Background: an optimization exercise with open tools, aiming at small area, a short achievable clock period and few clock cycles per item. Do not read the settings as production practice. The RTL was checked by simulation tests, not by an equivalence proof against the original design. Power and IR drop assume default switching activity.

### flow/constraint.sdc
create_clock -name core_clock -period 17.0 [get_ports {clk}]
set_input_delay 3.4000 -clock core_clock [delete_from_list [all_inputs] [get_ports {clk}]]
set_output_delay 3.4000 -clock core_clock [all_outputs]
set_load 0.01 [all_outputs]
### flow/flow/run.sh
#!/bin/bash
# Standard layout, with timing repair aimed at a shorter period than the
# clock's (the clock and all constraints are unchanged), gate sizing not
# tied to the cell footprint, and larger clock-sink clusters.
set -euo pipefail
bash standard.sh SETUP_SLACK_MARGIN=12.3 MATCH_CELL_FOOTPRINT=0 CTS_CLUSTER_SIZE=24 CTS_CLUSTER_DIAMETER=100 finish > standard_flow.log 2>&1
### flow/config.mk
export PLATFORM = sky130hd
export DESIGN_NAME = contone_block_enc
export DESIGN_NICKNAME = contone_block_enc
export VERILOG_FILES = /design/flow/design.v
export SDC_FILE = /design/flow/constraint.sdc
export NUM_CORES = 4
export LEC_CHECK = 0
export CAP_MARGIN = 20
export CORE_MARGIN = 2
export CORE_UTILIZATION = 40
export SLEW_MARGIN = 20
### flow/standard.sh
#!/bin/bash
# synth_recipe.tcl (not shown) runs the flow's synth.tcl, then flattens the netlist and writes it again
# the make line also repeats each setting of config.mk as NAME=value (left out here)
make -C /OpenROAD-flow-scripts/flow DESIGN_CONFIG=/design/flow/config.mk WORK_HOME=/design/flow/orfs CLKGATE_MAP_FILE= SYNTH_SCRIPT=/design/flow/synth_recipe.tcl "${@:-finish}"
### flow/design.v
module contone_block_enc (
    input  wire       clk,
    input  wire       rst,           
    input  wire       in_valid,
    output wire       in_ready,
    input  wire [7:0] in_cur,        
    input  wire [7:0] in_prev,       
    input  wire       in_sol,        
    output wire       out_valid,
    input  wire       out_ready,
    output wire [7:0] out_data,
    output wire       out_last       
);
    localparam integer T  = 16;          
    localparam integer WS = 65;          
    localparam integer L  = WS + T;      
    function [7:0] zz;                   
        input [7:0] e;
        zz = {e[6:0], 1'b0} ^ {8{e[7]}};
    endfunction
    function [31:0] res4;
        input [7:0] c, w, n, nw;
        reg   [7:0] dw, dn, da, dg;
        reg   [8:0] da9;
        reg         wltn, gew, gen, lew, len;
        begin
            dw   = c - w;
            dn   = c - n;
            da9  = {c, 1'b1} - {1'b0, w} - {1'b0, n};     
            da   = da9[8:1];                              
            dg   = c - w - n + nw;
            wltn = w < n;
            gew  = nw >= w;
            gen  = nw >= n;
            lew  = nw <= w;
            len  = nw <= n;
            res4[7:0]   = dw;
            res4[15:8]  = dn;
            res4[23:16] = da;
            res4[31:24] = (gew && gen) ? (wltn ? dw : dn) :
                          (lew && len) ? (wltn ? dn : dw) : dg;
        end
    endfunction
    function [26:0] code_of;
        input       raw;
        input [7:0] v;
        input [2:0] k;
        reg   [7:0]  q;
        reg   [15:0] tl, cs, cl;
        reg   [4:0]  qk;
        reg          esc, lg;
        begin
            q   = v >> k;
            esc = {1'b0, v} >= thr_esc(k);                
            tl  = ({8'd0, v} << (4'd15 - {1'b0, k})) & 16'h7FFF;
            qk  = q[4:0] + {2'd0, k};
            lg  = {1'b0, v} >= thr_lg(k);                 
            cs  = ~(16'hFFFF >> q[3:0]) | (tl >> q[3:0]);     
            cl  = q[4] ? (~(16'hFFFF >> q[2:0]) | (tl >> q[2:0])) : tl;
            if (raw)
                code_of = {1'b0, 5'd0, 5'd8, v, 8'd0};
            else if (esc)
                code_of = {1'b1, 5'd16, 5'd16, 8'hFF, v};
            else if (!lg)
                code_of = {1'b0, 5'd0, qk + 5'd1, cs};
            else
                code_of = {1'b1, q[4] ? 5'd16 : q[4:0],
                           (q[4] ? {2'd0, q[2:0]} : 5'd0) + {2'd0, k} + 5'd1, cl};
        end
    endfunction
    function [8:0] thr_esc;
        input [2:0] k;
        case (k)
            3'd0: thr_esc = 9'd24;
            3'd1: thr_esc = 9'd48;
            3'd2: thr_esc = 9'd96;
            3'd3: thr_esc = 9'd192;
            default: thr_esc = 9'd511;
        endcase
    endfunction
    function [8:0] thr_lg;
        input [2:0] k;
        case (k)
            3'd0: thr_lg = 9'd16;
            3'd1: thr_lg = 9'd30;
            3'd2: thr_lg = 9'd56;
            3'd3: thr_lg = 9'd104;
            3'd4: thr_lg = 9'd192;
            default: thr_lg = 9'd511;
        endcase
    endfunction
    function [8:0] thr_8;
        input [2:0] k;
        case (k)
            3'd0: thr_8 = 9'd8;
            3'd1: thr_8 = 9'd14;
            3'd2: thr_8 = 9'd24;
            3'd3: thr_8 = 9'd40;
            3'd4: thr_8 = 9'd64;
            3'd5: thr_8 = 9'd96;
            3'd6: thr_8 = 9'd128;
            default: thr_8 = 9'd0;
        endcase
    endfunction
    function [7:0] pred;
        input [1:0] p;
        input [7:0] w, n, nw;
        reg   [8:0] sum;
        reg   [7:0] g;
        begin
            sum = {1'b0, w} + {1'b0, n};
            g   = w + n - nw;
            case (p)
                2'd0: pred = w;
                2'd1: pred = n;
                2'd2: pred = sum[8:1];
                default: pred = (nw >= w && nw >= n) ? ((w < n) ? w : n) :
                                (nw <= w && nw <= n) ? ((w < n) ? n : w) : g;
            endcase
        end
    endfunction
    reg        in_ready_r;
    reg        in_ready_p;           
    reg        r_v, r_sol, r_rebase;
    reg [7:0]  r_cur, r_prev;
    assign in_ready = in_ready_p;
    wire       acc_now = in_valid && in_ready_r;
    wire       empty_now;
    always @(posedge clk) begin
        r_cur    <= in_cur;
        r_prev   <= in_prev;
        r_sol    <= in_sol;
        r_v      <= !rst && acc_now;
        r_rebase <= !rst && acc_now && empty_now;
    end
    reg [15:0] ring [0:L-1];
    integer    ri;
    always @(posedge clk) begin
        ring[0] <= r_v ? {r_cur, r_prev} : ring[L-1];
        for (ri = 1; ri < L; ri = ri + 1)
            ring[ri] <= ring[ri-1];
    end
    reg [7:0]  lc, lp;                
    reg [5:0]  ccnt;
    reg        cpar;                  
    reg        solq [0:1];            
    reg [31:0] zr;                    
    reg        z_v, z_first, z_last;
    wire [7:0]  c_w  = r_sol ? r_prev : lc;
    wire [7:0]  c_nw = r_sol ? r_prev : lp;
    wire [31:0] c_e  = res4(r_cur, c_w, r_prev, c_nw);
    always @(posedge clk) begin
        zr      <= r_v ? {zz(c_e[31:24]), zz(c_e[23:16]), zz(c_e[15:8]), zz(c_e[7:0])}
                       : 32'd0;
        z_first <= (ccnt == 6'd0);
        z_last  <= (ccnt == 6'd63);
        if (r_v) begin
            lc <= r_cur;
            lp <= r_prev;
        end
        if (r_v && ccnt == 6'd0) solq[cpar] <= r_sol;
        if (rst) begin
            z_v  <= 1'b0;
            ccnt <= 6'd0;
            cpar <= 1'b0;
        end else begin
            z_v <= r_v;
            if (r_v) ccnt <= ccnt + 6'd1;
            if (r_v && ccnt == 6'd63) cpar <= !cpar;
        end
    end
    function [8:0] cost_step;
        input [8:0] base;
        input [7:0] z;
        input [2:0] k;
        reg   [7:0] q;
        reg   [4:0] f;
        reg   [9:0] s;
        begin
            q = z >> k;
            f = (q >= 8'd24) ? 5'd31 - {2'd0, k} : q[4:0];
            s = {1'b0, base} + {5'd0, f};
            cost_step = s[9] ? 9'h1FF : s[8:0];
            if (k >= 3'd3) cost_step[8]   = 1'b1;
            if (k >= 3'd5) cost_step[7]   = 1'b1;
            if (k >= 3'd6) cost_step[6]   = 1'b1;
        end
    endfunction
    reg [8:0] acc [0:27];
    reg       a_done;
    integer   ap, ak;
    always @(posedge clk) begin
        for (ap = 0; ap < 4; ap = ap + 1)
            for (ak = 0; ak < 7; ak = ak + 1)
                acc[7*ap+ak] <= cost_step(z_first ? 9'd64 * (ak + 1) : acc[7*ap+ak],
                                          zr[8*ap +: 8], ak[2:0]);
        a_done <= !rst && z_v && z_last;
    end
    function [11:0] min2;                
        input [11:0] a, b;
        min2 = (b[11:3] < a[11:3]) ? b : a;
    endfunction
    reg [11:0] t1a [0:3];
    reg [11:0] t1b [0:3];
    reg        t1_v;
    integer    tp;
    always @(posedge clk) begin
        for (tp = 0; tp < 4; tp = tp + 1) begin
            t1a[tp] <= min2(min2({acc[7*tp+0], 3'd0}, {acc[7*tp+1], 3'd1}),
                            min2({acc[7*tp+2], 3'd2}, {acc[7*tp+3], 3'd3}));
            t1b[tp] <= min2(min2({acc[7*tp+4], 3'd4}, {acc[7*tp+5], 3'd5}),
                            {acc[7*tp+6], 3'd6});
        end
        t1_v <= !rst && a_done;
    end
    wire [11:0] m0 = min2(t1a[0], t1b[0]);
    wire [11:0] m1 = min2(t1a[1], t1b[1]);
    wire [11:0] m2 = min2(t1a[2], t1b[2]);
    wire [11:0] m3 = min2(t1a[3], t1b[3]);
    reg  [12:0] t2l, t2h;                
    reg         t2_v;
    always @(posedge clk) begin
        t2l  <= (m1[11:3] < m0[11:3]) ? {m1[11:3], 1'b1, m1[2:0]} : {m0[11:3], 1'b0, m0[2:0]};
        t2h  <= (m3[11:3] < m2[11:3]) ? {m3[11:3], 1'b1, m3[2:0]} : {m2[11:3], 1'b0, m2[2:0]};
        t2_v <= !rst && t1_v;
    end
    wire        sfin  = t2h[12:4] < t2l[12:4];
    wire [8:0]  bcost = sfin ? t2h[12:4] : t2l[12:4];
    wire [1:0]  bp    = sfin ? {1'b1, t2h[3]} : {1'b0, t2l[3]};
    wire [2:0]  bk    = sfin ? t2h[2:0] : t2l[2:0];
    localparam [1:0] K_CODED = 2'd0, K_ZERO = 2'd1, K_ESC = 2'd2;
    reg         pd_v;
    reg  [1:0]  pd_kind, pd_p;
    reg  [2:0]  pd_k;
    wire        take;                
    always @(posedge clk) begin
        if (t2_v) begin
            pd_p    <= bp;
            pd_k    <= bk;
            pd_kind <= (bcost == 9'd64)  ? K_ZERO :
                       (bcost <= 9'd504) ? K_CODED : K_ESC;
        end
        if (rst)       pd_v <= 1'b0;
        else if (t2_v) pd_v <= 1'b1;
        else if (take) pd_v <= 1'b0;
    end
    localparam [1:0] E_IDLE = 2'd0, E_LAST = 2'd1, E_READ = 2'd2;
    reg  [1:0]  es;
    reg  [1:0]  eb_kind, eb_p;
    reg  [2:0]  eb_k;
    reg         rpar;                
    reg  [5:0]  ecnt;                
    reg  [6:0]  rp;                  
    reg         e0_v, e0_hdr, e0_esc, e0_b, e0_end;
    reg  [2:0]  e0_k;
    reg  [7:0]  e0_hval;
    reg  [7:0]  ac, an, bc, bn, pa, pb;   
    reg         e1_v, e1_b, e1_raw, e1_end, e1_sh;
    reg  [2:0]  e1_k;
    reg  [7:0]  e1_va, e1_vb;
    reg         sa_v, sa_lg, sa_end, sb_v, sb_lg, sb_end, s_both;
    reg  [4:0]  sa_p1, sa_len, sb_p1, sb_len, sab_len;
    reg  [15:0] sa_code, sb_code, sab_code;
    reg  [23:0] a_acc;
    reg  [4:0]  a_n;
    reg         a_flush;             
    reg         o_v, o_l, s_v, s_l;
    reg  [7:0]  o_d, s_d;
    wire        pop      = !s_v && (a_n >= 5'd8 || (a_flush && a_n != 5'd0));
    wire        pop_last = a_flush && a_n <= 5'd8;
    wire [4:0]  n_pop    = !pop ? a_n : (a_n >= 5'd8 ? a_n - 5'd8 : 5'd0);
    wire        flush_stay = a_flush && !(pop && pop_last);
    wire        push     = sa_v && !flush_stay && n_pop <= 5'd8;
    wire [15:0] chunk    = sa_lg ? ~(16'hFFFF >> sa_p1) : s_both ? sab_code : sa_code;
    wire [4:0]  chunk_n  = sa_lg ? sa_p1 : s_both ? sab_len : sa_len;
    wire        a_gone   = push && !sa_lg;                    
    wire        all_gone = a_gone && (s_both || !sb_v);       
    wire        end_sent = all_gone && (s_both ? sb_end : sa_end);
    wire [23:0] acc_pop  = pop ? {a_acc[15:0], 8'd0} : a_acc;
    wire [23:0] acc_ins  = {chunk, 8'd0} >> n_pop;
    wire        c_load   = !sa_v || all_gone;
    wire        e1_free  = !e1_v || c_load;
    wire        e0_free  = !e0_v || e1_free;
    wire [26:0] code_a   = code_of(e1_raw, e1_va, e1_k);
    wire [26:0] code_b   = code_of(e1_raw, e1_vb, e1_k);
    wire [7:0]  q_a      = e1_va >> e1_k;
    wire [4:0]  ab_len   = e1_raw ? 5'd16 : code_a[20:16] + code_b[20:16];
    wire [15:0] ab_code  = e1_raw ? {e1_va, e1_vb} :
                           code_a[15:0] | ((code_b[15:0] >> ({2'd0, e1_k} + 5'd1)) >> q_a[2:0]);
    wire [7:0]  za       = zz(ac - pa);
    wire [7:0]  zb       = zz(bc - pb);
    wire        sh_a     = {1'b0, za} < thr_8(e0_k);
    wire        sh_b     = {1'b0, zb} < thr_8(e0_k);
    reg  [T-1:0] win;                
    wire        in_win   = |win;
    reg  [15:0] rd_a, rd_b;
    integer     wi;
    always @(*) begin
        rd_a = 16'd0;
        rd_b = 16'd0;
        for (wi = 0; wi < T; wi = wi + 1) begin
            rd_a = rd_a | ({16{win[wi]}} & ring[WS+wi]);
            rd_b = rd_b | ({16{win[wi]}} & ring[WS+wi-1]);
        end
    end
    wire        rd_go    = (es == E_READ) && e0_free && in_win;
    wire        rd_two   = ecnt != 6'd63;
    wire        last_go  = (es == E_LAST) && in_win;
    wire [1:0]  nread    = rd_go ? (rd_two ? 2'd2 : 2'd1) : {1'b0, last_go};
    wire        skip     = take && (pd_kind == K_ZERO);
    wire        sol_a    = (ecnt == 6'd0) && solq[rpar];
    wire [7:0]  rw_a     = sol_a ? rd_a[7:0] : e0_b ? bc : ac;
    wire [7:0]  rnw_a    = sol_a ? rd_a[7:0] : e0_b ? bn : an;
    assign take = (es == E_IDLE) && pd_v && e0_free;
    reg  [6:0]  occ;                 
    reg  [6:0]  ph;                  
    reg  [6:0]  freed;               
    wire [6:0]  occ_r    = occ + {6'd0, r_v} - freed;    
    assign      empty_now = (occ_r == 7'd0);
    wire        space_n  = (occ_r + {6'd0, in_ready_r} + 7'd1) <= L;
    wire [6:0]  rp_inc   = (rp == L - 1) ? 7'd0 : rp + 7'd1;
    wire [6:0]  rp_dec   = (rp == 7'd0) ? L - 1 : rp - 7'd1;
    wire [6:0]  rp_skip  = (rp >= 7'd62) ? rp - 7'd62 : rp + (L - 62);
    reg  [T-1:0] win_skip;
    integer     wj;
    always @(*)
        for (wj = 0; wj < T; wj = wj + 1)
            win_skip[wj] = (rp_skip == wj);
    always @(posedge clk) begin
        a_acc <= acc_pop | (push ? acc_ins : 24'd0);
        a_n   <= n_pop + (push ? chunk_n : 5'd0);
        if (push && end_sent)  a_flush <= 1'b1;
        else if (!flush_stay)  a_flush <= 1'b0;
        if (push && sa_lg) sa_lg <= 1'b0;
        if (c_load) begin
            sa_v     <= e1_v;
            sa_lg    <= code_a[26];
            sa_p1    <= code_a[25:21];
            sa_len   <= code_a[20:16];
            sa_code  <= code_a[15:0];
            sa_end   <= e1_end && !e1_b;
            sb_v     <= e1_v && e1_b;
            sb_lg    <= code_b[26];
            sb_p1    <= code_b[25:21];
            sb_len   <= code_b[20:16];
            sb_code  <= code_b[15:0];
            sb_end   <= e1_end;
            s_both   <= e1_b && e1_sh;
            sab_len  <= ab_len;
            sab_code <= ab_code;
        end else if (a_gone) begin
            sa_v     <= 1'b1;
            sa_lg    <= sb_lg;
            sa_p1    <= sb_p1;
            sa_len   <= sb_len;
            sa_code  <= sb_code;
            sa_end   <= sb_end;
            sb_v     <= 1'b0;
            s_both   <= 1'b0;
        end
        if (e1_free) begin
            e1_v   <= e0_v;
            e1_b   <= e0_b && !e0_hdr;
            e1_raw <= e0_hdr || e0_esc;
            e1_va  <= e0_hdr ? e0_hval : e0_esc ? ac : za;
            e1_vb  <= e0_esc ? bc : zb;
            e1_end <= e0_end;
            e1_sh  <= e0_hdr || e0_esc || (sh_a && sh_b);
            e1_k   <= e0_k;
        end
        if (e0_free) e0_v <= 1'b0;
        if (take) begin
            eb_kind <= pd_kind;
            eb_p    <= pd_p;
            eb_k    <= pd_k;
            e0_v    <= 1'b1;
            e0_hdr  <= 1'b1;
            e0_end  <= (pd_kind == K_ZERO);
            e0_hval <= (pd_kind == K_ZERO)  ? {2'b01, pd_p, 4'b0000} :
                       (pd_kind == K_CODED) ? {2'b00, pd_p, 1'b0, pd_k} : 8'hC0;
            e0_k    <= pd_k;
            ecnt    <= 6'd0;
            if (pd_kind == K_ZERO) begin
                rpar <= !rpar;
                es   <= E_LAST;
            end else
                es   <= E_READ;
        end
        if (last_go) begin
            ac   <= rd_a[15:8];
            an   <= rd_a[7:0];
            e0_b <= 1'b0;
            es   <= E_IDLE;
        end
        if (rd_go) begin
            pa       <= pred(eb_p, rw_a, rd_a[7:0], rnw_a);
            pb       <= pred(eb_p, rd_a[15:8], rd_b[7:0], rd_a[7:0]);
            ac       <= rd_a[15:8];
            an       <= rd_a[7:0];
            bc       <= rd_b[15:8];
            bn       <= rd_b[7:0];
            e0_v     <= 1'b1;
            e0_hdr   <= 1'b0;
            e0_b     <= rd_two;
            e0_esc   <= (eb_kind == K_ESC);
            e0_end   <= !rd_two || ecnt == 6'd62;
            e0_k     <= eb_k;
            ecnt     <= ecnt + (rd_two ? 6'd2 : 6'd1);
            if (!rd_two || ecnt == 6'd62) begin
                rpar <= !rpar;
                es   <= E_IDLE;
            end
        end
        freed <= skip ? 7'd63 : {5'd0, nread};
        occ   <= occ_r;
        if (acc_now)          ph <= 7'd0;
        else if (ph == L - 1) ph <= 7'd0;
        else                  ph <= ph + 7'd1;
        in_ready_r <= space_n && (acc_now || ph == L - 1 || (empty_now && !r_v));
        in_ready_p <= space_n && ((in_valid && in_ready_p) || ph == L - 1 || (empty_now && !r_v));
        if (r_rebase) begin
            rp  <= L - WS;                       
            win <= {T{1'b0}};
        end else if (skip) begin
            rp  <= rp_skip;
            win <= win_skip;
        end else if (nread == 2'd2) begin
            rp  <= rp_dec;
            win <= {rp == T, win[T-1:1]};
        end else if (nread == 2'd0) begin
            rp  <= rp_inc;
            win <= {win[T-2:0], rp == L - 1};
        end
        if (!o_v || out_ready) begin
            if (s_v) begin
                o_v <= 1'b1;
                o_d <= s_d;
                o_l <= s_l;
                s_v <= 1'b0;
            end else begin
                o_v <= pop;
                o_d <= a_acc[23:16];
                o_l <= pop_last;
            end
        end else if (pop) begin
            s_v <= 1'b1;
            s_d <= a_acc[23:16];
            s_l <= pop_last;
        end
        if (rst) begin
            es         <= E_IDLE;
            rpar       <= 1'b0;
            e0_v       <= 1'b0;
            e1_v       <= 1'b0;
            sa_v       <= 1'b0;
            sb_v       <= 1'b0;
            a_acc      <= 24'd0;
            a_n        <= 5'd0;
            a_flush    <= 1'b0;
            o_v        <= 1'b0;
            s_v        <= 1'b0;
            occ        <= 7'd0;
            freed      <= 7'd0;
            ph         <= 7'd0;
            rp         <= 7'd0;
            win        <= {{(T-1){1'b0}}, 1'b1};
            in_ready_r <= 1'b1;
            in_ready_p <= 1'b1;
        end
    end
    assign out_valid = o_v;
    assign out_data  = o_d;
    assign out_last  = o_l;
endmodule
==> qor_table.md, run 1 <==
| Item | Value |
|---|---|
| Status | complete, no violations |
| Die height | 448 microns |
| Hpwl dp | 130000 microns |
| I/O pin count | 32 |
| Mean cell area of the mapped netlist | 10.6 sq um |
| Post-synth top area cell | dfxtp_1 |
| Count of state elements after synthesis | 1995 |
| Top-area cell type share of the netlist area | 45.1% |
| Final-layout setup total negative slack | 0 ns |
| Post-synthesis net count | 8052 |
| Global-route usage over all layers | 18.2% |
| Critical path startpoint category | flop |
| Site Rows | 163 |
| Sink Count | 1995 |
| Time the final worst path needs with I/O delays and setup | 4.66 ns |
| Post-layout net count | 8053 |
| Largest net degree at the start of global routing | 73 |
| Vias per std cell | 5.25 |
| Crit path DAT | 1.26 ns |
| Maximum clock path buffer count | 3 |
| Maximum net fanout on the critical path | 1 |
| Die Outline Area | 201000 sq um |
| Crit path cell chain | clkbuf_2 |
| Clock buffer count from CTS | 95 |
| Final weighted congestion of routability-driven global placement | 0.910 |
| Max-slew violation total from the final report | 0 |
| Count of unique library cells instantiated by Yosys | 112 |
| Prevailing post-synth register cell | dfxtp_1 |
| FFs w/ async S/R, synth | 0% |
| Achievable Freq | 214 MHz |
| Total power divided by cell area | 111 nW/um^2 |
| Max-cap viol count | 0 |
| Insertion delay of the later-clocked pin in the worst-skew pair | 0.79 ns |
| Final routed wirelength across all metal layers | 187000 microns |
| Classification of the worst setup path | reg2out |
| VDD IR max | 0.0000890 V |
| HP Class | reg2reg |
| Synth Instances | 7415 |
| Wire length of the first global-routing pass | 293000 microns |
| Post-route ant nets | 0 |
| Max Clock Skew | 0.0930 ns |
| Required time reported for the critical path endpoint | 13.60 ns |
| Actual transition at the worst max-transition pin | 1.05 ns |
| Die width | 448 microns |
| Stage delay of the slowest cell on the critical path | 0.39 ns |
| Final hold slack | 0.293 ns |
| Clock transition time at the flip-flop clock pins of the worst setup and hold paths | 0.10 ns |
| Number of buffers inserted by hold repair at cts | 0 |
| Number of endpoints failing setup at the final stage | 0 |
| Number of H-tree levels | 3 |
| Total number of yosys warnings | 5 |
| Number of global-route vias before repair | 52071 |
| Critical path endpoint category | output pin |
| Post-synth EDFFs | 218 |
| Biggest area contributors in the synthesized netlist | dfxtp_1, ha_1, edfxtp_1, mux2i_1, nor2_1 |
| Wirelength per Cell | 18.5 microns |
| LEAKAGE | 36.6 nW |
| Vias after detailed routing | 52991 |
| Area of the core region | 197000 sq um |
| First drt pass iteration count | 6 |
| Initial antenna violation count | 4 |
| Ranking of synthesized cells by instance count | dfxtp_1, ha_1, nor2_1 |
| Ratio of cells with drive above 1 in the final layout | 8.17% |
| Number of I/O port buffers | 31 |
| Layout area overhead | 9.22% |
| CP Buf/Inv Count | 1 |
| Leading cell type by number of instances after synthesis | dfxtp_1 |
| Share of the yosys chip area belonging to registers | 53.4% |
| Master cell of the clock root buffer | clkbuf_16 |
| Initial Util | 40.1% |
| Drt drc | 0 |
| Post-synthesis instance area | 78900 sq um |
| Top Family by Delay on Critical Path | flip-flops |
| Post-route clock period utilization | 27.4% |
| Overall overflow remaining after global route | 0 |
| Worst-path cell with the longest stage delay | edfxtp_1 |
| Setup repair after global routing missed its margin | yes |
| Clock tree from TritonCTS | yes |
| Drt initial violations | 4404 |
| Worst slew margin relative to its limit | 29.6% |
| Final hold violation count | 0 |
-- per-layer routing --
metal	routed length, microns	up-vias	part of all wire, %	track usage [%]
met5	0	-	0	0
li1	-	25692	-	-
met4	5990	0	3.2	5.81
met1	83700	25473	45	24.1
met3	9600	360	5.1	2.72
met2	87300	1466	47	30.6
-- cell type report --
| type | count | area [sq um] |
|---|---|---|
| Timing Repair inverter | 3 | 15.0 |
| Clock buffer | 119 | 2490 |
| Multi-Input combinational cell | 4627 | 34300 |
| Clock inverter | 13 | 292 |
| Sequential cell | 1995 | 42100 |
| Timing Repair Buffer | 202 | 1750 |
| Inverter | 492 | 1880 |
| Tap cell | 2640 | 3300 |
| Antenna cell | 1 | 2.50 |
| Fill cell | 18518 | 110000 |
-- registers in the layout (all words and copies together), names as in the netlist, 16 cells and up --
register	count
sab_code	16
sb_code	16
ring	1296
zr	32
sa_code	16
acc	224
t1b	40
a_acc	24
win	16
t1a	44
-- what timing repair did --
action                                  in CTS  in global routing
endpoints found under the setup margin     103                119
pin swaps                                   22                 40
endpoints found under the hold margin        0                  0
buffers inserted                            32                 64
gates cloned                                 7                  4
resized for setup                          109                 98
-- kinds of logic (layout without fill, tap and decap cells) --
logic type,count (synthesis),after routing,synth area share [%]
flops,1995,1995,53.4
simple gates,1843,1844,11.2
compound gates,1567,1568,13.5
buf+inv,795,829,3.97
fa+ha+maj,617,617,10.4
mux,362,362,4.90
xor+xnor,236,236,2.62
other cells,0,1,0
-- where the power goes --
part	switching, mW	leakage, nW	internal, mW
Sequential	0.208	16.6	5.10
Clock	1.47	1.34	1.07
Combinational	0.947	18.6	0.792
Total	2.63	36.6	6.96
-- through the flow --
stage               cell area [sq um]  utilization (%)  power (mW)  instances  setup slack, ns
finish                          86200             43.8        9.59      10092            12.34
global route                    86200             43.8        10.1      10092            12.22
CTS                             85200             43.3        9.67      10023            12.24
detailed placement              81800             41.6        7.11       9852            11.28
global placement                81800             41.6        7.07       9852            11.32
floorplan                       79000                -        6.66       7415            12.26
-- layout by cell type, fill, tap and decap left out, types with 58 or more instances in the layout --
cell type / count
a21o_1: 204
a21oi_1: 357
a221oi_1: 87
a22o_1: 78
a22oi_1: 140
buf_4: 146
clkbuf_16: 99
dfxtp_1: 1770
edfxtp_1: 218
fa_1: 66
ha_1: 545
inv_1: 473
mux2_2: 91
mux2i_1: 251
nand2_1: 519
nand2b_1: 180
nand3_1: 109
nand4_1: 70
nor2_1: 522
nor2b_1: 157
nor3_1: 58
o21ai_0: 264
xnor2_1: 159
xor2_1: 74
-- path summary, 6_finish.rpt --
check | startpoint | endpoint | slack [ns] | depth (start not counted)
setup / recovery | o_d[2] | out_data[2] | 12.34 | 1
hold / removal | ring[42][13] | ring[43][13] | 0.29 | 0
setup reg to reg | e1_k[1] | sab_code[5] | 12.41 | 17
hold reg to reg | ring[42][13] | ring[43][13] | 0.29 | 0
Testbench counts, summed over its fixed seeds: cycles 167,146, blocks 2,560.
==> run 2: changes to the inputs <==
--- a/flow/design.v
+++ b/flow/design.v
@@ -253,6 +253,8 @@
     reg  [6:0]  rp;                  
-    reg         e0_v, e0_hdr, e0_esc, e0_b, e0_end;
-    reg  [2:0]  e0_k;
-    reg  [7:0]  e0_hval;
-    reg  [7:0]  ac, an, bc, bn, pa, pb;   
+    reg         e0_v, e0_hdr, e0_b, e0_end;
+    reg  [7:0]  ac, bc, pa, pb;      
+    reg  [7:0]  ln;                  
+    wire        e0_esc   = (eb_kind == K_ESC);
+    wire [7:0]  e0_hval  = (eb_kind == K_ZERO)  ? {2'b01, eb_p, 4'b0000} :
+                           (eb_kind == K_CODED) ? {2'b00, eb_p, 1'b0, eb_k} : 8'hC0;
     reg         e1_v, e1_b, e1_raw, e1_end, e1_sh;
@@ -291,4 +293,4 @@
     wire [7:0]  zb       = zz(bc - pb);
-    wire        sh_a     = {1'b0, za} < thr_8(e0_k);
-    wire        sh_b     = {1'b0, zb} < thr_8(e0_k);
+    wire        sh_a     = {1'b0, za} < thr_8(eb_k);
+    wire        sh_b     = {1'b0, zb} < thr_8(eb_k);
     reg  [T-1:0] win;                
@@ -312,3 +314,3 @@
     wire [7:0]  rw_a     = sol_a ? rd_a[7:0] : e0_b ? bc : ac;
-    wire [7:0]  rnw_a    = sol_a ? rd_a[7:0] : e0_b ? bn : an;
+    wire [7:0]  rnw_a    = sol_a ? rd_a[7:0] : ln;
     assign take = (es == E_IDLE) && pd_v && e0_free;
@@ -368,3 +370,3 @@
             e1_sh  <= e0_hdr || e0_esc || (sh_a && sh_b);
-            e1_k   <= e0_k;
+            e1_k   <= eb_k;
         end
@@ -378,5 +380,2 @@
             e0_end  <= (pd_kind == K_ZERO);
-            e0_hval <= (pd_kind == K_ZERO)  ? {2'b01, pd_p, 4'b0000} :
-                       (pd_kind == K_CODED) ? {2'b00, pd_p, 1'b0, pd_k} : 8'hC0;
-            e0_k    <= pd_k;
             ecnt    <= 6'd0;
@@ -390,3 +389,3 @@
             ac   <= rd_a[15:8];
-            an   <= rd_a[7:0];
+            ln   <= rd_a[7:0];
             e0_b <= 1'b0;
@@ -398,5 +397,4 @@
             ac       <= rd_a[15:8];
-            an       <= rd_a[7:0];
+            ln       <= rd_two ? rd_b[7:0] : rd_a[7:0];
             bc       <= rd_b[15:8];
-            bn       <= rd_b[7:0];
             e0_v     <= 1'b1;
@@ -404,5 +402,3 @@
             e0_b     <= rd_two;
-            e0_esc   <= (eb_kind == K_ESC);
             e0_end   <= !rd_two || ecnt == 6'd62;
-            e0_k     <= eb_k;
             ecnt     <= ecnt + (rd_two ? 6'd2 : 6'd1);
==> run 2 against run 1 <==
  * Still clean
  * Combinational power hardly changed
  * Synthesized cell count down 0.30%
  * First-iteration DRC count fell by 1.7%
  * Hold slack gained 0.0073 ns
  * Clock power about the same
  * Count of clock-buffer cells in the layout is 1 higher
  * Global-route usage increased by 0.056 points
  * Cell area down 1.2%
  * Largest power group unchanged
  * Via count is 0.55% lower
  * Clock skew decreased by 0.049 ns
  * Non-clock buffer count shrank 9
==> qor_table.md, run 2 <==
| Item | Value | Delta |
|---|---|---|
| Status | complete, no violations |  |
| Max Clock Skew | 0.0440 ns | -0.0490 ns |
| Global-route usage over all layers | 18.3% | +0.056 points |
| Registers with the most flip-flops | ring x1296, acc x224, t1a x44 |  |
| Final-layout setup total negative slack | 0 ns | unchanged |
| LEAKAGE | 36.4 nW | -0.46% |
| Achievable Freq | 214 MHz | -0.35% |
| Die Outline Area | 199000 sq um | -0.88% |
| Critical path endpoint category | output pin |  |
| Number of buffers inserted by hold repair at cts | 0 | unchanged |
| Total number of yosys warnings | 5 | unchanged |
| Clock transition time at the flip-flop clock pins of the worst setup and hold paths | 0.10 ns | about the same |
| Max-slew violation total from the final report | 0 | unchanged |
| Number of global-route vias before repair | 51812 | -0.50% |
| Area of the core region | 195000 sq um | -1.0% |
| Worst hold path stage count | 0 | unchanged |
| Wirelength per Cell | 18.7 microns | +1.1% |
| Drt drc | 0 | unchanged |
| FFs w/ async S/R, synth | 0% | unchanged |
| Post-layout net count | 8027 | -0.32% |
| Total Power | 9.49 mW | -1.0% |
| Startpoint of the most critical hold path | ring[4][0] |  |
| Largest register FFs | 1296 | unchanged |
| I/O pin count | 32 | unchanged |
| Core utilization of the finished layout | 43.7% | -0.095 points |
| Site Rows | 162 | -0.61% |
| Worst-path cell with the longest stage delay | edfxtp_1 |  |
| Internal power summed over all cells | 6.89 mW | -0.99% |
| Hold Path Sink | ring[5][0] |  |
| Biggest area contributors in the synthesized netlist | dfxtp_1, ha_1, edfxtp_1, mux2i_1, nand2_1 |  |
| VDD IR max | 0.0000780 V | -12% |
| Reg-to-reg startpoint | e1_k[0] |  |
| Die width | 446 microns | -0.44% |
| Number of H-tree levels | 3 | unchanged |
| Synth Instances | 7393 | -0.30% |
| Overall overflow remaining after global route | 0 | unchanged |
| Sink Count | 1976 | -0.95% |
| Top register by number of flip-flops | ring |  |
| Classification of the worst setup path | reg2out |  |
| Post-synthesis net count | 8028 | -0.30% |
| Count of state elements after synthesis | 1976 | -0.95% |
| Largest net degree at the start of global routing | 84 | +15% |
| Time the final worst path needs with I/O delays and setup | 4.68 ns | +0.0162 ns |
| Psw | 2.60 mW | -1.0% |
| Final weighted congestion of routability-driven global placement | 0.910 | about the same |
| Register-to-Register Setup Slack | 12.42 ns | about the same |
| CP Buf/Inv Count | 1 | unchanged |
| Total cell area at the placement stage | 81300 sq um | -0.66% |
| Max-cap viol count | 0 | unchanged |
| Worst reg2reg path depth | 18 | +1 |
| Vias per std cell | 5.29 | +0.65% |
| Stage delay of the slowest cell on the critical path | 0.41 ns | +0.02 ns |
| Clock tree from TritonCTS | yes |  |
| Drt initial violations | 4328 | -1.7% |
| Final routed wirelength across all metal layers | 186000 microns | -0.10% |
| Setup repair after global routing missed its margin | yes |  |
| Mean cell area of the mapped netlist | 10.6 sq um | -0.60% |
| HP Class | reg2reg |  |
| Number of I/O port buffers | 31 | unchanged |
| Commonest cells after routing, fill and taps aside | dfxtp_1, ha_1, nand2_1, nor2_1, inv_1 |  |
| Filler-free cell count of the finished design | 9971 | -1.2% |
| Hpwl dp | 131000 microns | +1.1% |
| Insertion delay of the later-clocked pin in the worst-skew pair | 0.74 ns | -0.05 ns |
| Required time reported for the critical path endpoint | 13.60 ns | about the same |
| Top Family by Delay on Critical Path | flip-flops |  |
| Initial Util | 40.2% | +0.055 points |
| Post-synthesis instance area | 78200 sq um | -0.89% |
| Most frequent standard cell in the layout excluding fill and tap cells | dfxtp_1 |  |
| Prevailing post-synth register cell | dfxtp_1 |  |
| Endpoint of the lowest-slack register-to-register path | sab_code[8] |  |
| Total instance count after detailed placement | 9756 | -0.97% |
| Post-route ant nets | 0 | unchanged |
| Final cell area excluding filler cells | 85100 sq um | -1.2% |
| Maximum clock path buffer count | 3 | unchanged |
| Top-area cell type share of the netlist area | 45.5% | +0.41 points |
| Total power divided by cell area | 112 nW/um^2 | +0.23% |
| Crit path cell chain | clkbuf_2 |  |
| Portion of total power attributed to the clock network | 26.6% | about the same |
| Layout area overhead | 8.83% |  |
| Crit path DAT | 1.28 ns | +0.02 ns |
| Post-synth top area cell | dfxtp_1 |  |
| Initial antenna violation count | 5 | +1 |
| Die height | 446 microns | -0.44% |
| Critical path startpoint category | flop |  |
| Post-route clock period utilization | 27.5% | +0.095 points |
| Leading cell type by number of instances after synthesis | dfxtp_1 |  |
| Share of power burned in combinational logic | 18.4% | +0.3 points |
| Share of the yosys chip area belonging to registers | 53.1% | -0.25 points |
| Maximum net fanout on the critical path | 1 | unchanged |
| Master cell of the clock root buffer | clkbuf_16 |  |
| Final hold violation count | 0 | unchanged |
| Clock buffer count from CTS | 95 | unchanged |
| Worst slew margin relative to its limit | 24.4% | -5.2 points |
| Wire length of the first global-routing pass | 292000 microns | -0.24% |
| Fraction of power spent switching nets | 27.4% | about the same |
| First drt pass iteration count | 8 | +2 |
| Number of endpoints failing setup at the final stage | 0 | unchanged |
| Post-synth EDFFs | 199 | -8.7% |
| Count of unique library cells instantiated by Yosys | 101 | -9.8% |
| Ranking of synthesized cells by instance count | dfxtp_1, ha_1, nand2_1 |  |
| Actual transition at the worst max-transition pin | 1.13 ns | +0.0876 ns |
| Vias after detailed routing | 52697 | -0.55% |
| Part of the total power dissipated in sequential elements | 55.0% | -0.4 points |
| Ratio of cells with drive above 1 in the final layout | 7.61% | -0.57 points |
==> run 2: area by class of cell <==
type                    count  area (sq um)
diodes                      2          5.00
clock inverters            12           199
flip-flops and latches   1976         41600
fillers                 18179        109000
inverters                 509          1910
multi-input cells        4617         34100
clock buffers             120          2530
repair buffers            193          1620
well taps                2542          3180
==> run 2: worst max-delay path by stage <==
| stage | startpoint | end | cells past startpoint |
|---|---|---|---|
| 3_5_place_dp | e1_k[1] | sab_code[2] | 16 |
| 2_1_floorplan | e1_k[2] | sab_code[7] | 23 |
| 4_1_cts | o_d[7] | out_data[7] | 1 |
| 3_3_place_gp | e1_k[1] | sab_code[2] | 16 |
| 6_report | o_d[7] | out_data[7] | 1 |
| 5_1_grt | o_d[7] | out_data[7] | 1 |
==> run 2: timing repair <==
action | 4_1_cts | 5_1_grt
buffers inserted | 11 | 63
setup endpoints to repair | 68 | 103
pin swaps | 4 | 18
gates resized for setup | 71 | 87
cloned | 0 | 7
==> run 2: power by group through the flow <==
stage	combinational [mW]	clock, mW	sequential, mW
3_3_place_gp	1.66	0	5.33
4_1_cts	1.73	2.61	5.23
5_1_grt	1.97	2.77	5.26
2_1_floorplan	1.32	0	5.24
3_5_place_dp	1.70	0	5.33
6_report	1.75	2.52	5.22
==> run 2: metal layers <==
metal	vias to the layer above	GRT usage [%]	part of all wire [%]
met4	2	5.79	3.1
met3	311	2.50	4.7
li1	25638	-	-
met2	1290	30.7	47
met1	25456	24.3	45
met5	-	0	0.0091
==> run 2: logic make-up (layout without fill, tap and decap cells) <==
kind of cell               after synthesis  after routing  synth area share (%)
buffers and inverters                  804            834                  3.93
DFF                                   1976           1976                  53.1
xor gates and xnor gates               243            243                  2.72
other                                    0              2                     0
adders and majority gates              614            614                  10.5
muxes                                  361            361                  5.01
AOI/OAI and AO/OA                     1568           1570                  13.5
and+or+nand+nor                       1827           1829                  11.2
==> run 2: per-stage QoR <==
stage	setup WS, ns	hold slack, ns
after floorplan	12.31	0.310
after global placement	11.72	0.310
after detailed placement	11.66	0.312
after CTS	12.23	0.306
after global routing	12.23	0.318
final	12.32	0.301
Testbench counts of run 2, summed over its fixed seeds: cycles 167,146, blocks 2,560.
==> run 3: changes to the inputs <==
--- a/flow/design.v
+++ b/flow/design.v
@@ -268,4 +268,9 @@
     reg         a_flush;             
-    reg         o_v, o_l, s_v, s_l;
-    reg  [7:0]  o_d, s_d;
+    reg         o_v, s_v, s_l, ho_l;
+    reg  [7:0]  s_d, ho_d;
+    reg         po_v, po_l;
+    reg  [7:0]  po_d;
+    wire        o_load   = !o_v || out_ready;
+    wire        o_l_n    = s_v ? s_l : pop_last;
+    wire [7:0]  o_d_n    = s_v ? s_d : a_acc[23:16];
     wire        pop      = !s_v && (a_n >= 5'd8 || (a_flush && a_n != 5'd0));
@@ -429,13 +434,13 @@
         end
-        if (!o_v || out_ready) begin
+        po_v <= !rst && (o_load ? (s_v || pop) : o_v);
+        po_l <= o_load ? o_l_n : !ho_l;
+        po_d <= o_load ? o_d_n : ~ho_d;
+        if (o_load) begin
+            ho_l <= !o_l_n;
+            ho_d <= ~o_d_n;
             if (s_v) begin
                 o_v <= 1'b1;
-                o_d <= s_d;
-                o_l <= s_l;
                 s_v <= 1'b0;
-            end else begin
+            end else
                 o_v <= pop;
-                o_d <= a_acc[23:16];
-                o_l <= pop_last;
-            end
         end else if (pop) begin
@@ -466,5 +471,5 @@
     end
-    assign out_valid = o_v;
-    assign out_data  = o_d;
-    assign out_last  = o_l;
+    assign out_valid = po_v;
+    assign out_data  = po_d;
+    assign out_last  = po_l;
 endmodule
--- a/flow/flow/run.sh
+++ b/flow/flow/run.sh
@@ -5,2 +5,2 @@
 set -euo pipefail
-bash standard.sh SETUP_SLACK_MARGIN=12.3 MATCH_CELL_FOOTPRINT=0 CTS_CLUSTER_SIZE=24 CTS_CLUSTER_DIAMETER=100 finish > standard_flow.log 2>&1
+bash standard.sh SETUP_SLACK_MARGIN=12.6 MATCH_CELL_FOOTPRINT=0 CTS_CLUSTER_SIZE=24 CTS_CLUSTER_DIAMETER=100 finish > standard_flow.log 2>&1
==> run 3 against run 2 <==
  * Clock power hardly changed
  * Maximum frequency increased by 3.0%
  * Clock skew is 0.056 ns higher
  * First-iteration DRC count is 14% lower
  * Count of clock-buffer cells in the layout down 5
  * Still clean on timing, DRC and antenna
  * Core utilization grew 1.1 points
  * Power rose by 2.5%
  * Cell area grew 2.6%
==> qor_table.md, run 3 <==
| Item | Value | Delta |
|---|---|---|
| Status | complete, no violations |  |
| Crit path DAT | 1.14 ns | -0.14 ns |
| FFs w/ async S/R, synth | 0% | unchanged |
| Number of global-route vias before repair | 51914 | +0.20% |
| Max-cap viol count | 0 | unchanged |
| Final routed wirelength across all metal layers | 186000 microns | -0.33% |
| Die Outline Area | 199000 sq um | about the same |
| Top register by number of flip-flops | ring |  |
| Max Clock Skew | 0.0995 ns | +0.0555 ns |
| Drt drc | 0 | unchanged |
| First drt pass iteration count | 9 | +1 |
| Psw | 2.70 mW | +3.8% |
| Vias per std cell | 5.28 | -0.14% |
| Global-route usage over all layers | 18.0% | -0.25 points |
| Final-layout setup total negative slack | 0 ns | unchanged |
| Core utilization of the finished layout | 44.9% | +1.1 points |
| Final hold violation count | 0 | unchanged |
| Initial antenna violation count | 6 | +1 |
| Total cell area at the placement stage | 81200 sq um | about the same |
| Achievable Freq | 220 MHz | +3.0% |
| Insertion delay of the later-clocked pin in the worst-skew pair | 0.78 ns | +0.04 ns |
| Portion of total power attributed to the clock network | 25.8% | -0.8 points |
| Post-layout worst setup margin | 12.46 ns | +0.137 ns |
| Prevailing post-synth register cell | dfxtp_1 |  |
| VDD IR max | 0.0000919 V | +18% |
| Classification of the worst setup path | reg2out |  |
| Multi-input gate area | 34900 sq um | +2.5% |
| Part of the total power dissipated in sequential elements | 54.4% | -0.6 points |
| Drt initial violations | 3738 | -14% |
| Commonest cells after routing, fill and taps aside | dfxtp_1, ha_1, nor2_1, inv_1, nand2_1 |  |
| Hpwl dp | 129000 microns | -1.9% |
| Mean cell area of the mapped netlist | 10.6 sq um | +0.32% |
| Post-layout net count | 8104 | +0.96% |
| Pre-CTS setup slack | 11.19 ns | -0.475 ns |
| Largest net degree at the start of global routing | 76 | -9.5% |
| I/O pin count | 32 | unchanged |
| Worst slew margin relative to its limit | 28.8% | +4.3 points |
| Max-slew violation total from the final report | 0 | unchanged |
| Share of the yosys chip area belonging to registers | 53.4% | +0.28 points |
| Largest register FFs | 1296 | unchanged |
| Layout area overhead | 11.7% |  |
| Registers with the most flip-flops | ring x1296, acc x224, t1a x44 |  |
| Internal power summed over all cells | 7.03 mW | +2.0% |
| Count of unique library cells instantiated by Yosys | 106 | +5.0% |
| Die width | 446 microns | about the same |
| Crit path cell chain | buf_6 |  |
| Total power divided by cell area | 111 nW/um^2 | about the same |
| CP Buf/Inv Count | 1 | unchanged |
| Clock transition time at the flip-flop clock pins of the worst setup and hold paths | 0.10 ns | about the same |
| Count of state elements after synthesis | 1986 | +0.51% |
| Setup repair after global routing missed its margin | yes |  |
| Final cell area excluding filler cells | 87300 sq um | +2.6% |
| Fillers | 18210 | +0.17% |
| Area of the core region | 195000 sq um | unchanged |
| Storage element area | 41800 sq um | +0.56% |
| Post-synthesis instance area | 78200 sq um | about the same |
| Total number of yosys warnings | 5 | unchanged |
| Ratio of cells with drive above 1 in the final layout | 10.9% | +3.3 points |
| Number of H-tree levels | 3 | unchanged |
| Top-area cell type share of the netlist area | 45.8% | +0.27 points |
| Critical path endpoint category | output pin |  |
| Actual transition at the worst max-transition pin | 1.06 ns | -0.0768 ns |
| Post-synth top area cell | dfxtp_1 |  |
| Master cell of the clock root buffer | clkbuf_16 |  |
| Post-route ant nets | 0 | unchanged |
| Worst-path cell with the longest stage delay | dfxtp_2 |  |
| Initial Util | 40.2% | about the same |
| Stage delay of the slowest cell on the critical path | 0.33 ns | -0.08 ns |
| LEAKAGE | 37.1 nW | +1.8% |
| Clock buffer count from CTS | 94 | -1.1% |
| Critical path startpoint category | flop |  |
| Most frequent standard cell in the layout excluding fill and tap cells | dfxtp_1 |  |
| Vias after detailed routing | 53024 | +0.62% |
| Die height | 446 microns | about the same |
| Leading cell type by number of instances after synthesis | dfxtp_1 |  |
| Maximum net fanout on the critical path | 2 | +1 |
| Share of power burned in combinational logic | 19.7% | +1.3 points |
| HP Class | reg2reg |  |
| Number of endpoints failing setup at the final stage | 0 | unchanged |
| Biggest area contributors in the synthesized netlist | dfxtp_1, ha_1, edfxtp_1, mux2i_1, a21oi_1 |  |
| Synth Instances | 7367 | -0.35% |
| Time the final worst path needs with I/O delays and setup | 4.54 ns | -0.137 ns |
| Maximum clock path buffer count | 3 | unchanged |
| Top Family by Delay on Critical Path | flip-flops |  |
| Ranking of synthesized cells by instance count | dfxtp_1, ha_1, nor2_1 |  |
| Wire length of the first global-routing pass | 288000 microns | -1.2% |
| Sink Count | 1986 | +0.51% |
| Overall overflow remaining after global route | 0 | unchanged |
| Number of I/O port buffers | 31 | unchanged |
| Post-route clock period utilization | 26.7% | -0.81 points |
| Fraction of power spent switching nets | 27.7% | +0.36 points |
| Clock tree from TritonCTS | yes |  |
| Post-synth EDFFs | 199 | unchanged |
| Required time reported for the critical path endpoint | 13.60 ns | about the same |
| Final weighted congestion of routability-driven global placement | 0.911 | about the same |
| Post-synthesis net count | 8002 | -0.32% |
| Site Rows | 162 | unchanged |
| Wirelength per Cell | 18.5 microns | -1.1% |
run 3: final cells by class:
class / instances / share of cell area (%)
diodes: 3 / 0.00860
repair inverters: 1 / 0.0129
inverters: 514 / 2.29
flip-flops and latches: 1986 / 47.9
clock inverters: 14 / 0.282
repair buffers: 291 / 3.09
multi-input cells: 4581 / 40.0
well taps: 2542 / 3.64
clock buffers: 115 / 2.80
run 3: power by group through the flow:
stage	Combinational, mW	Clock [mW]	Sequential [mW]
after floorplan	1.38	0	5.28
after global placement	1.70	0	5.40
after detailed placement	1.75	0	5.41
after CTS	1.81	2.60	5.30
after global routing	2.15	2.76	5.34
final	1.92	2.51	5.30
run 3: worst paths after layout:
path,from,end,slack [ns],cells past startpoint
max reg2reg,e1_k[1],sab_code[5],12.52,19
max,in_ready_p,in_ready,12.46,1
min reg2reg,ring[18][6],ring[19][6],0.29,0
min,ring[18][6],ring[19][6],0.29,0
run 3: cell families after synthesis:
family	Yosys count	share of synthesized area (%)
adder cells (fa/ha/maj)	614	10.5
multiplexers	330	4.54
AND/OR/NAND/NOR	1819	11.3
XOR/XNOR	242	2.71
buffers and inverters	804	3.97
AO/OA/AOI/OAI	1572	13.6
flip-flops	1986	53.4
run 3: layer usage:
metal  vias up  wire, microns  global-route usage [%]
li1      25699              -                       -
met1     25582          82200                    23.7
met2      1389          87800                    30.5
met3       354           9000                    2.19
met4         0           6860                    6.39
met5         -              0                       0
run 3: what timing repair did:
action | 4_1_cts | 5_1_grt
endpoints found under the setup margin | 163 | 151
hold endpoints to repair | 0 | 0
buffers inserted | 60 | 123
resized for setup | 223 | 233
pin swaps | 32 | 93
gates cloned | 3 | 16
hold buffers | 0 | 0
run 3: stage by stage:
step	std cells	power (mW)	hold WS, ns
finish	10047	9.73	0.290
global route	10046	10.3	0.295
CTS	9905	9.72	0.289
detailed placement	9713	7.15	0.312
global placement	9713	7.11	0.310
floorplan	7367	6.67	0.310
Testbench counts of run 3, summed over its fixed seeds: cycles 167,146, blocks 2,560.
==> run 4: changes to the inputs <==
--- a/flow/flow/run.sh
+++ b/flow/flow/run.sh
@@ -5,2 +5,2 @@
 set -euo pipefail
-bash standard.sh SETUP_SLACK_MARGIN=12.6 MATCH_CELL_FOOTPRINT=0 CTS_CLUSTER_SIZE=24 CTS_CLUSTER_DIAMETER=100 finish > standard_flow.log 2>&1
+bash standard.sh SETUP_SLACK_MARGIN=12.45 MATCH_CELL_FOOTPRINT=0 CORE_UTILIZATION=55 CTS_CLUSTER_SIZE=24 CTS_CLUSTER_DIAMETER=100 finish > standard_flow.log 2>&1
==> run 4 against run 3 <==
  * Via count fell by 1.8%
  * Core utilization increased by 16 points
  * Synthesized cell count unchanged
  * Routed wire length is 1.8% lower
  * Largest cell class unchanged
  * Clock skew shrank 0.030 ns
  * Maximum frequency shrank 1.5%
  * Global-route usage rose by 6.6 points
==> qor_table.md, run 4 <==
| Item | Value | Delta |
|---|---|---|
| Number of endpoints failing setup at the final stage | 0 | unchanged |
| Startpoint of the most critical hold path | ring[16][9] |  |
| Reg-to-reg startpoint | e1_k[0] |  |
| CP Buf/Inv Count | 1 | unchanged |
| Sink Count | 1986 | unchanged |
| Worst hold path stage count | 0 | unchanged |
| Layout area overhead | 9.30% |  |
| Wire length of the first global-routing pass | 286000 microns | -0.86% |
| Number of global-route vias before repair | 50959 | -1.8% |
| Most frequent standard cell in the layout excluding fill and tap cells | dfxtp_1 |  |
| Adder and majority cell fraction of the synthesized area | 10.5% | unchanged |
| Die width | 381 microns | -15% |
| Hpwl dp | 128000 microns | -0.88% |
| Final routed wirelength across all metal layers | 183000 microns | -1.8% |
| Worst slew margin relative to its limit | 33.3% | +4.5 points |
| Total instance count after detailed placement | 9070 | -6.6% |
| Final weighted congestion of routability-driven global placement | 0.910 | -0.13% |
| Required time reported for the critical path endpoint | 13.60 ns | about the same |
| Top-area cell type share of the netlist area | 45.8% | unchanged |
| Area of the core region | 141000 sq um | -27% |
| Post-route ant nets | 0 | unchanged |
| Biggest area contributors in the synthesized netlist | dfxtp_1, ha_1, edfxtp_1, mux2i_1, a21oi_1 |  |
| Crit path cell chain | buf_6 |  |
| Time the final worst path needs with I/O delays and setup | 4.61 ns | +0.0673 ns |
| Drt drc | 0 | unchanged |
| Ratio of cells with drive above 1 in the final layout | 9.13% | -1.8 points |
| Part of the total power dissipated in sequential elements | 54.7% | +0.3 points |
| Vias after detailed routing | 52081 | -1.8% |
| Worst reg2reg path depth | 16 | -3 |
| Post-synthesis share of cell area spent on xor and xnor gates | 2.71% | unchanged |
| Top Family by Delay on Critical Path | flip-flops |  |
| Worst setup path startpoint | in_ready_p |  |
| Max-cap viol count | 0 | unchanged |
| Critical path endpoint category | output pin |  |
| Post-synth top area cell | dfxtp_1 |  |
| Largest net degree at the start of global routing | 80 | +5.3% |
| Critical path startpoint category | flop |  |
| FFs w/ async S/R, synth | 0% | unchanged |
| Registers with the most flip-flops | ring x1296, acc x224, t1a x44 |  |
| Psw | 2.66 mW | -1.5% |
| Internal power summed over all cells | 6.99 mW | -0.52% |
| Post-layout worst setup margin | 12.39 ns | -0.0673 ns |
| Max-slew violation total from the final report | 0 | unchanged |
| Final hold violation count | 0 | unchanged |
| VDD IR max | 0.000107 V | +17% |
| Top register by number of flip-flops | ring |  |
| Maximum clock path buffer count | 3 | unchanged |
| I/O pin count | 32 | unchanged |
| Simple-gate area share of the yosys netlist | 11.3% | unchanged |
| HP Class | reg2reg |  |
| Leading cell type by number of instances after synthesis | dfxtp_1 |  |
| Max Clock Skew | 0.0694 ns | -0.0301 ns |
| Die Outline Area | 145000 sq um | -27% |
| Site Rows | 138 | -15% |
| Pre-CTS setup slack | 11.07 ns | -0.112 ns |
| Number of I/O port buffers | 31 | unchanged |
| Setup repair after global routing missed its margin | yes |  |
| First drt pass iteration count | 6 | -3 |
| Count of unique library cells instantiated by Yosys | 106 | unchanged |
| LEAKAGE | 36.7 nW | -1.0% |
| Compound-cell area share of the yosys netlist | 13.6% | unchanged |
| Stage delay of the slowest cell on the critical path | 0.36 ns | +0.03 ns |
| Commonest cells after routing, fill and taps aside | dfxtp_1, ha_1, nor2_1, inv_1, nand2_1 |  |
| Crit path depth | 1 | unchanged |
| Filler-free cell count of the finished design | 9337 | -7.1% |
| Mean cell area of the mapped netlist | 10.6 sq um | unchanged |
| Vias per std cell | 5.58 | +5.7% |
| Mux share of post-synthesis cell area | 4.54% | unchanged |
| Synth Instances | 7367 | unchanged |
| Initial antenna violation count | 6 | unchanged |
| Master cell of the clock root buffer | clkbuf_16 |  |
| Maximum net fanout on the critical path | 2 | unchanged |
| Share of power burned in combinational logic | 19.1% | -0.6 points |
| Ranking of synthesized cells by instance count | dfxtp_1, ha_1, nor2_1 |  |
| Wirelength per Cell | 19.6 microns | +5.7% |
| Status | complete, no violations |  |
| Clock tree from TritonCTS | yes |  |
| Portion of total power attributed to the clock network | 26.2% | +0.4 points |
| Post-synthesis net count | 8002 | unchanged |
| Post-synthesis instance area | 78200 sq um | unchanged |
| Achievable Freq | 217 MHz | -1.5% |
| Total number of yosys warnings | 5 | unchanged |
| Total power divided by cell area | 113 nW/um^2 | +1.4% |
| Insertion delay of the later-clocked pin in the worst-skew pair | 0.79 ns | about the same |
| Post-route clock period utilization | 27.1% | +0.40 points |
| Clock transition time at the flip-flop clock pins of the worst setup and hold paths | 0.10 ns | about the same |
| Overall overflow remaining after global route | 0 | unchanged |
| Share of the yosys chip area belonging to registers | 53.4% | unchanged |
| Drt initial violations | 3470 | -7.2% |
| Die height | 381 microns | -15% |
| Initial Util | 55.3% | +15 points |
| Prevailing post-synth register cell | dfxtp_1 |  |
| Clock buffer count from CTS | 95 | +1.1% |
| Post-layout net count | 8046 | -0.72% |
| Crit path DAT | 1.21 ns | +0.07 ns |
| Number of buffers inserted by hold repair at cts | 0 | unchanged |
| Fraction of power spent switching nets | 27.5% | -0.19 points |
| Post-synth EDFFs | 199 | unchanged |
| Combinational family with the most area after synthesis | compound AO/OA/AOI/OAI gates |  |
| Classification of the worst setup path | reg2out |  |
| Actual transition at the worst max-transition pin | 0.997 ns | -0.0603 ns |
| Global-route usage over all layers | 24.6% | +6.6 points |
| Worst-path cell with the longest stage delay | dfxtp_2 |  |
| Number of H-tree levels | 3 | unchanged |
| Count of state elements after synthesis | 1986 | unchanged |
| Final-layout setup total negative slack | 0 ns | unchanged |
| Largest register FFs | 1296 | unchanged |
-- run 4: layout make-up --
cell class | count | area [sq um]
fillers | 11935 | 55800
flip-flops and latches | 1986 | 41800
inverters | 514 | 1990
clock inverters | 14 | 258
clock buffers | 118 | 2480
multi-input cells | 4579 | 34500
repair inverters | 1 | 5.00
diodes | 1 | 2.50
well taps | 1890 | 2360
repair buffers | 234 | 2090
-- run 4: power groups by stage --
stage | combinational, mW | clock (mW) | sequential [mW]
after global routing | 2.08 | 2.76 | 5.33
after CTS | 1.78 | 2.61 | 5.29
final | 1.84 | 2.53 | 5.28
after detailed placement | 1.74 | 0 | 5.39
after global placement | 1.70 | 0 | 5.39
after floorplan | 1.38 | 0 | 5.28
-- run 4: worst paths after layout --
check / slack [ns] / to
max: 12.39 / in_ready
min: 0.31 / ring[17][9]
max reg2reg: 12.48 / sab_len[4]
min reg2reg: 0.31 / ring[17][9]
-- run 4: what timing repair did --
item	4_1_cts	5_1_grt
gates resized for setup	154	161
gates cloned	3	9
buffers inserted	34	88
setup endpoints to repair	147	125
pin swaps	10	40
-- run 4: kinds of logic (layout without fill, tap and decap cells) --
group	count (synthesis)	in the layout
flip-flops	1986	1986
AND/OR/NAND/NOR	1819	1819
AO/OA/AOI/OAI	1572	1574
buffers and inverters	804	881
adder cells (fa/ha/maj)	614	614
multiplexers	330	330
XOR/XNOR	242	242
other	0	1
-- run 4: stage by stage --
stage                     cell area [sq um]  power, mW  util, %  hold WS (ns)
after floorplan                       78400       6.66        -         0.310
after global routing                  85400       10.2     60.5         0.321
after detailed placement              80400       7.13     56.9         0.312
after CTS                             83900       9.68     59.4         0.306
after global placement                80400       7.09     56.9         0.310
final                                 85400       9.65     60.5         0.306
-- run 4: metal layers --
metal,track usage [%],wire [microns],up-vias
met5,0,17,-
met4,8.54,6710,2
met3,2.72,8490,351
met2,41.6,86000,1302
met1,32.8,81300,24838
li1,-,-,25588
==> run 5: changes to the inputs <==
==> flow/flow/run.sh (replaced) <==
#!/bin/bash
# Standard layout, with timing repair aimed at a shorter period than the
# clock's (the clock and all constraints are unchanged), gate sizing not
# tied to the cell footprint, and larger clock-sink clusters.
set -euo pipefail
bash standard.sh SETUP_SLACK_MARGIN=12.45 MATCH_CELL_FOOTPRINT=0 CORE_UTILIZATION=65 CTS_CLUSTER_SIZE=24 CTS_CLUSTER_DIAMETER=100 finish > standard_flow.log 2>&1
==> run 5 against run 4 <==
  * Still clean
  * First-iteration DRC count is 30% higher
  * Power increased by 0.35%
  * Flip-flop and latch count did not move
  * Maximum frequency rose by 0.31%
  * Register-to-register slack improved by 0.04 ns
  * Die area shrank 15%
  * Hold slack worse by 0.030 ns
==> qor_table.md, run 5 <==
| Item | Value | Delta |
|---|---|---|
| VDD IR max | 0.000108 V | +0.30% |
| Post-route clock period utilization | 27.0% | -0.083 points |
| Post-route ant nets | 0 | unchanged |
| Prevailing post-synth register cell | dfxtp_1 |  |
| Critical path startpoint category | flop |  |
| Most frequent standard cell in the layout excluding fill and tap cells | dfxtp_1 |  |
| Maximum net fanout on the critical path | 2 | unchanged |
| Max Clock Skew | 0.0799 ns | +0.0105 ns |
| Top-area cell type share of the netlist area | 45.8% | unchanged |
| Final weighted congestion of routability-driven global placement | 0.933 | +2.6% |
| Master cell of the clock root buffer | clkbuf_16 |  |
| Final hold slack | 0.276 ns | -0.0301 ns |
| Crit path cell chain | buf_6 |  |
| Total power divided by cell area | 114 nW/um^2 | +0.90% |
| Biggest area contributors in the synthesized netlist | dfxtp_1, ha_1, edfxtp_1, mux2i_1, a21oi_1 |  |
| Max-cap viol count | 0 | unchanged |
| Post-synthesis instance area | 78200 sq um | unchanged |
| Pre-CTS setup slack | 11.04 ns | -0.0345 ns |
| Critical path endpoint category | output pin |  |
| Number of endpoints failing setup at the final stage | 0 | unchanged |
| Vias per std cell | 5.82 | +4.4% |
| Post-layout net count | 8063 | +0.21% |
| Hpwl dp | 124000 microns | -2.5% |
| Count of state elements after synthesis | 1986 | unchanged |
| HP Class | reg2reg |  |
| CP Buf/Inv Count | 1 | unchanged |
| Drt initial violations | 4519 | +30% |
| Post-synthesis net count | 8002 | unchanged |
| Setup repair after global routing missed its margin | yes |  |
| Max-slew violation total from the final report | 0 | unchanged |
| Die width | 351 microns | -7.9% |
| Status | complete, no violations |  |
| Post-synth EDFFs | 199 | unchanged |
| Global-route usage over all layers | 28.9% | +4.3 points |
| Top Family by Delay on Critical Path | flip-flops |  |
| Drt drc | 0 | unchanged |
| Wire length of the first global-routing pass | 282000 microns | -1.4% |
| FFs w/ async S/R, synth | 0% | unchanged |
| Crit path DAT | 1.20 ns | about the same |
| Number of global-route vias before repair | 51045 | +0.17% |
| Count of unique library cells instantiated by Yosys | 106 | unchanged |
| Classification of the worst setup path | reg2out |  |
| Largest net degree at the start of global routing | 176 | +120% |
| Registers with the most flip-flops | ring x1296, acc x224, t1a x44 |  |
| Worst-path cell with the longest stage delay | dfxtp_2 |  |
| Number of I/O port buffers | 31 | unchanged |
| Largest register FFs | 1296 | unchanged |
| Stage delay of the slowest cell on the critical path | 0.36 ns | about the same |
| Post-layout worst setup margin | 12.40 ns | +0.0141 ns |
| Time the final worst path needs with I/O delays and setup | 4.60 ns | -0.0141 ns |
| Fillers | 8880 | -26% |
| Clock buffer count from CTS | 94 | -1.1% |
| Worst slew margin relative to its limit | 27.8% | -5.5 points |
| Required time reported for the critical path endpoint | 13.60 ns | about the same |
| Overall overflow remaining after global route | 0 | unchanged |
| Clock tree from TritonCTS | yes |  |
| Commonest cells after routing, fill and taps aside | dfxtp_1, ha_1, nor2_1, inv_1, nand2_1 |  |
| Initial Util | 65.3% | +10 points |
| Final-layout setup total negative slack | 0 ns | unchanged |
| Site Rows | 127 | -8.0% |
| I/O pin count | 32 | unchanged |
| Final hold violation count | 0 | unchanged |
| Achievable Freq | 218 MHz | +0.31% |
| Number of H-tree levels | 3 | unchanged |
| Wirelength per Cell | 20.0 microns | +2.2% |
| Sink Count | 1986 | unchanged |
| Die height | 351 microns | -7.9% |
| Die Outline Area | 123000 sq um | -15% |
| Multi-input gate area | 34300 sq um | -0.44% |
| Post-synth top area cell | dfxtp_1 |  |
| Total number of yosys warnings | 5 | unchanged |
| LEAKAGE | 36.7 nW | +0.13% |
| Synth Instances | 7367 | unchanged |
| Clock transition time at the flip-flop clock pins of the worst setup and hold paths | 0.09 ns | about the same |
| Area of the core region | 120000 sq um | -15% |
| Maximum clock path buffer count | 3 | unchanged |
| First drt pass iteration count | 6 | unchanged |
| Insertion delay of the later-clocked pin in the worst-skew pair | 0.76 ns | -0.03 ns |
| Mean cell area of the mapped netlist | 10.6 sq um | unchanged |
| Storage element area | 41800 sq um | about the same |
| Ratio of cells with drive above 1 in the final layout | 8.97% | -0.16 points |
| Share of the yosys chip area belonging to registers | 53.4% | unchanged |
| Final routed wirelength across all metal layers | 181000 microns | -0.65% |
| Vias after detailed routing | 52826 | +1.4% |
| Layout area overhead | 8.70% |  |
| Ranking of synthesized cells by instance count | dfxtp_1, ha_1, nor2_1 |  |
| Leading cell type by number of instances after synthesis | dfxtp_1 |  |
| Actual transition at the worst max-transition pin | 1.08 ns | +0.0862 ns |
| Number of buffers inserted by hold repair at cts | 0 | unchanged |
| Initial antenna violation count | 3 | -3 |
| Top register by number of flip-flops | ring |  |
[run 5: path summary, 6_finish.rpt]
| kind | start | end | slack [ns] | depth (start not counted) |
|---|---|---|---|---|
| hold reg to reg | ring[14][3] | ring[15][3] | 0.28 | 0 |
| hold / removal | ring[14][3] | ring[15][3] | 0.28 | 0 |
| setup reg to reg | e1_k[1] | sab_len[4] | 12.52 | 24 |
| setup / recovery | in_ready_p | in_ready | 12.40 | 1 |
[run 5: cell families (layout without fill, tap and decap cells)]
group / after synthesis / after routing / share of synthesized area [%]
AO/OA/AOI/OAI: 1572 / 1576 / 13.6
XOR/XNOR: 242 / 242 / 2.71
adder cells (fa/ha/maj): 614 / 614 / 10.5
buffers and inverters: 804 / 892 / 3.97
flip-flops: 1986 / 1986 / 53.4
multiplexers: 330 / 330 / 4.54
other: 0 / 1 / 0
AND/OR/NAND/NOR: 1819 / 1819 / 11.3
[run 5: what timing repair did]
item	in CTS	in global routing
cloned	3	13
endpoints found under the setup margin	146	113
setup buffers	30	117
gates resized for setup	128	129
pin swaps	11	31
[run 5: routing by layer]
layer	vias up	GRT usage [%]	routed length (microns)
met5	-	0	0
met4	0	11.4	7540
met3	392	3.84	10100
met2	1670	48.0	84300
met1	25155	38.5	79400
li1	25609	-	-
[run 5: power breakdown]
part           internal [mW]  switching (mW)  leakage (nW)
registers               5.08           0.217          16.5
clock network           1.05            1.47          1.31
logic                  0.877           0.999          18.9
[run 5: layout make-up]
class / instances / share of cell area, %
flip-flops and latches: 1986 / 49.2
multi-input cells: 4581 / 40.4
clock buffers: 116 / 2.90
repair buffers: 249 / 2.51
well taps: 1612 / 2.37
inverters: 514 / 2.37
clock inverters: 11 / 0.287
repair inverters: 2 / 0.0236
diodes: 1 / 0.00294
[run 5: stage by stage]
stage | total power [mW] | instances | cell area (sq um) | utilization [%]
after floorplan | 6.66 | 7367 | 78400 | -
after global placement | 7.07 | 8781 | 80000 | 66.8
after detailed placement | 7.13 | 8781 | 80000 | 66.9
after CTS | 9.64 | 8941 | 83300 | 69.6
after global routing | 10.2 | 9072 | 85000 | 71.0
final | 9.69 | 9072 | 85000 | 71.0

what the ideal ports hide:
How much do the figures lean on ideal ports? The routed layouts below were timed once more, with nothing changed but the port constraints. Step 1 (the two cells are an assumption about what drives the block):
set clk [get_ports {clk}]
set_driving_cell -lib_cell sky130_fd_sc_hd__clkbuf_16 $clk
set_driving_cell -lib_cell sky130_fd_sc_hd__buf_2 [delete_from_list [all_inputs] $clk]
Step 2 adds t to the input delays and takes it off the output delays; t is the mean of the earliest and latest rising clock arrival at the registers after step 1. Input paths then give back, and output paths get back, about the clock's delay inside the block. Three values: no drivers, after step 1, after step 2; two values: the first two.
run	t, ns	slack for setup (ns)	worst setup path at the end	cell pins on the clock port's net
run 1	0.826	12.336 / 12.254 / 11.729	input to register	1
run 2	0.798	12.320 / 12.241 / 11.775	input to register	1
run 3	0.831	12.457 / 12.361 / 11.998	input to register	1
run 4	0.828	12.390 / 12.315 / 11.996	input to register	1
run 5	0.799	12.404 / 12.329 / 11.982	input to register	1
After both steps every run listed still meets setup and hold. The setup slack of run 1, which loses most, moves by -0.082 ns with the drivers and by -0.607 ns with both steps.
